From an optimization exercise on the open Yosys and OpenROAD flow, aimed at small area, a short achievable clock period and few clock cycles per item; shortcuts taken in it are not production practice.
The RTL was checked by simulation tests, not by an equivalence proof against the original design.

## run A
## aes_engine
module aes_engine (
    input  wire         clk,
    input  wire         rst,         
    input  wire         in_valid,
    output wire         in_ready,
    input  wire         aes256,      
    input  wire [255:0] key,
    input  wire [127:0] din,         
    output reg          out_valid,
    output reg  [127:0] dout         
);
    reg          s_busy, p_busy;
    reg          s_m256, p_m256;
    reg  [3:0]   s_rnd,  p_rnd;
    reg  [127:0] s_state;            
    reg  [255:0] s_kw;               
    reg  [127:0] p_nw;               
    reg  [127:0] p_q;                
    reg  [127:0] p_u;                
    reg  [63:0]  p_m;                
    reg  [79:0]  p_x;                
    reg  [15:0]  p_km;               
    reg  [19:0]  p_kx;               
    reg          p_last;             
    reg          p_rot;              
    reg          p_nrot;             
    reg          ready_o;            
    reg          ready;
    assign in_ready = ready_o;
    wire take = in_valid && ready_o;
    wire [127:0] u = s_state ^ s_kw[127:0];
    wire [63:0]  m;
    wire [79:0]  x;
    wire [15:0]  km;
    wire [19:0]  kx;
    genvar gi;
    generate
        for (gi = 0; gi < 16; gi = gi + 1) begin : g_sa
  ...
clock: 12.0 ns
lec_check: 0
cap_margin: 20
cell_pad_in_sites_detail_placement: 0
cell_pad_in_sites_global_placement: 1
core_margin: 2
core_utilization: 50
cts_cluster_diameter: 80
cts_cluster_size: 25
slew_margin: 20
standard.sh (not shown) runs the stock make flow with config.mk's settings and CLKGATE_MAP_FILE= SYNTH_SCRIPT=/design/flow/synth_recipe.tcl, a recipe that flattens the netlist after the stock synthesis.
==> flow/flow/run.sh <==
#!/bin/bash
# Layout: the standard flow (standard.sh), with the standard synthesis
# unchanged. Only two things differ from the standard layout:
#  - timing repair (after floorplan, CTS and global routing) aims for
#    SETUP_SLACK_MARGIN ns of setup slack at the design's clock, so the
#    resizer sizes the critical paths instead of stopping at 12 ns;
#  - the port buffers are buf_1 cells instead of the default delay buffers.
# Gate cloning stays off so that every register keeps its name and count.
# Each step's full output is in synth.log and layout.log here, and in the
# per-step logs ORFS writes under orfs/logs.
set -uo pipefail
MARGIN=$(cat flow/margin.txt)
bash standard.sh synth > synth.log 2>&1 || exit 1
bash standard.sh SETUP_SLACK_MARGIN="$MARGIN" SKIP_GATE_CLONING=1 \
    BUFFER_PORTS_ARGS="-buffer_cell sky130_fd_sc_hd__buf_1" finish > layout.log 2>&1 || exit 1
==> flow/flow/margin.txt <==
8.1
Testbench counts of run A, summed over its fixed seeds: cycles 24,932, items 2,048.
diff inputs: run A => run B
==> flow/flow/margin.txt <==
8.4
Notes after the runs:
Run comparison: run A start point of the critical path p_m[11]; run B start point of the critical path dout[89]. Worst setup skew after layout is higher on run A. Setup slack in run B is larger than in run A. Placer congestion estimate: run A vs run B identical. Changes observed in run B relative to run A: met3 wire length down 380 um. The layout buffering overhead excluding clock cells number comes out lower for run A vs run B.


lane 2:
Starting RTL as in the previous note.
==> flow/design.v (excerpt) <==
module aes_engine (
    input  wire         clk,
    input  wire         rst,         
    input  wire         in_valid,
    output wire         in_ready,
    input  wire         aes256,      
    input  wire [255:0] key,
    input  wire [127:0] din,         
    output reg          out_valid,
    output reg  [127:0] dout         
);
    reg          s_busy, p_busy;
    reg          s_m256, p_m256;
    reg  [3:0]   s_rnd,  p_rnd;
    reg  [127:0] s_state;            
    reg  [255:0] s_kw;               
    reg  [127:0] p_nw;               
    reg  [127:0] p_q;                
    reg  [127:0] p_u;                
    reg  [63:0]  p_m;                
    reg  [79:0]  p_x;                
    reg  [15:0]  p_km;               
    reg  [19:0]  p_kx;               
    reg          p_last;             
    reg          p_rot;              
    reg          p_nrot;             
    reg          ready_o;            
    reg          ready;
    assign in_ready = ready_o;
    wire take = in_valid && ready_o;
    wire [127:0] u = s_state ^ s_kw[127:0];
    wire [63:0]  m;
    wire [79:0]  x;
    wire [15:0]  km;
    wire [19:0]  kx;
    genvar gi;
    generate
        for (gi = 0; gi < 16; gi = gi + 1) begin : g_sa
            aes_sbox_a u_sa (.a(u[127 - 8*gi -: 8]), .m(m[63 - 4*gi -: 4]), .x(x[79 - 5*gi -: 5]));
        end
        for (gi = 0; gi < 4; gi = gi + 1) begin : g_ksa
            aes_sbox_a u_ksa (.a(s_kw[31 - 8*gi -: 8]), .m(km[15 - 4*gi -: 4]), .x(kx[19 - 5*gi -: 5]));
        end
    endgenerate
    wire [127:0] sub;
    generate
        for (gi = 0; gi < 16; gi = gi + 1) begin : g_sb
            aes_sbox_b u_sb (.a(p_u[127 - 8*gi -: 8]), .m(p_m[63 - 4*gi -: 4]), .x(p_x[79 - 5*gi -: 5]),
                             .y(sub[127 - 8*gi -: 8]));
        end
    endgenerate
  ...
clock: 12.0 ns
lec_check: 0
cap_margin: 20
cell_pad_in_sites_detail_placement: 0
cell_pad_in_sites_global_placement: 1
core_margin: 2
core_utilization: 50
cts_cluster_diameter: 80
cts_cluster_size: 25
slew_margin: 20
==> flow/flow/margin.txt <==
7.9
Scripts as last shown in full above: flow/flow/run.sh
Lane 2 completed; timing, DRC and antenna clean
Testbench counts of lane 2, summed over its fixed seeds: cycles 24,932, items 2,048.
#### Input delta (lane 5 over lane 2)
==> flow/flow/margin.txt <==
8.25
### Flow results
- Comparing worst-case clock skew for lane 5 and lane 2, the bigger number came from lane 2.
- flop to flop as the critical path class was reported by lane 2, and flop to output pin by lane 5.
- As far as final worst hold slack is concerned, lane 2 and lane 5 perform about the same.
- Ratio of final minimum period to clock period down 2.9 points in lane 5 wrt lane 2
- The shortest period the worst path allows reported for lane 5 is smaller than that of lane 2 by 0.34 ns.
- Looking at lane 5 and lane 2, the final cell count is a wash.


## before
aes_engine again, from the RTL that the note above started with.
==> flow/config.mk <==
export PLATFORM = sky130hd
export DESIGN_NAME = aes_engine
export DESIGN_NICKNAME = aes_engine
export VERILOG_FILES = /design/flow/design.v
export SDC_FILE = /design/flow/constraint.sdc
export NUM_CORES = 4
export LEC_CHECK = 0
export CAP_MARGIN = 20
export CELL_PAD_IN_SITES_DETAIL_PLACEMENT = 1
export CELL_PAD_IN_SITES_GLOBAL_PLACEMENT = 2
export CORE_MARGIN = 2
export CORE_UTILIZATION = 50
export CTS_CLUSTER_DIAMETER = 100
export CTS_CLUSTER_SIZE = 30
export SLEW_MARGIN = 20
==> flow/constraint.sdc <==
create_clock -name core_clock -period 12.0 [get_ports {clk}]
set_input_delay 2.4000 -clock core_clock [delete_from_list [all_inputs] [get_ports {clk}]]
set_output_delay 2.4000 -clock core_clock [all_outputs]
set_load 0.01 [all_outputs]
==> flow/flow/run.sh <==
#!/bin/bash
# Layout: the standard flow (standard.sh), with the standard synthesis
# unchanged. Only two things differ from the standard layout:
#  - timing repair (after floorplan, CTS and global routing) aims for
#    SETUP_SLACK_MARGIN ns of setup slack at the design's clock, so the
#    resizer sizes the critical paths instead of stopping at 12 ns;
#  - the port buffers are buf_2 cells instead of the default delay buffers.
# Gate cloning stays off so that every register keeps its name and count.
# Each step's full output is in synth.log and layout.log here, and in the
# per-step logs ORFS writes under orfs/logs.
set -uo pipefail
MARGIN=$(cat flow/margin.txt)
bash standard.sh synth > synth.log 2>&1 || exit 1
bash standard.sh SETUP_SLACK_MARGIN="$MARGIN" SKIP_GATE_CLONING=1 \
    BUFFER_PORTS_ARGS="-buffer_cell sky130_fd_sc_hd__buf_2" finish > layout.log 2>&1 || exit 1
==> flow/flow/margin.txt <==
8.25
Testbench counts of before, summed over its fixed seeds: cycles 24,932, items 2,048.
Setup changes, before to after
- CTS_CLUSTER_SIZE removed (was 30)
- CTS_CLUSTER_DIAMETER removed (was 100)
==> flow/flow/margin.txt <==
8.3
Results
A timing endpoint of the critical path of s_state[20] is what before shows, while s_state[9] belongs to after.
Looking only at total routing usage reported by global routing, and setting everything else aside, the lower value of after and before goes to before.
On final critical-path setup slack, before loses to after.

[re-timing with driven ports]
How much do the figures lean on ideal ports? The routed layouts below were timed once more, with nothing changed but the port constraints.
Step 1 assumes that a clkbuf_16 drives the clock port and a buf_2 every other input.
Step 2 times the ports against the registers' clock, not the clock port: input delays grow and output delays shrink by t, the midpoint of the rising clock arrivals with the driver on.
Three values: ideal, step 1, step 2; two values: the first two.
run | shift t [ns] | setup slack, ns | clock arrival spread, ns
run A | 0.778 | 8.147 / 8.146 / 8.147 | 0.038 / 0.038
run B | 0.777 | 8.345 / 8.260 / 8.398 | 0.032 / 0.032
lane 2 | 0.777 | 7.916 / 7.916 / 7.916 | 0.035 / 0.036
lane 5 | 0.778 | 8.260 / 8.173 / 8.328 | 0.032 / 0.032
before | 0.797 | 8.245 / 8.191 / 8.245 | 0.033 / 0.033
after | 0.843 | 8.297 / 8.220 / 8.297 | 0.035 / 0.034
After both steps every run listed still meets setup and hold.
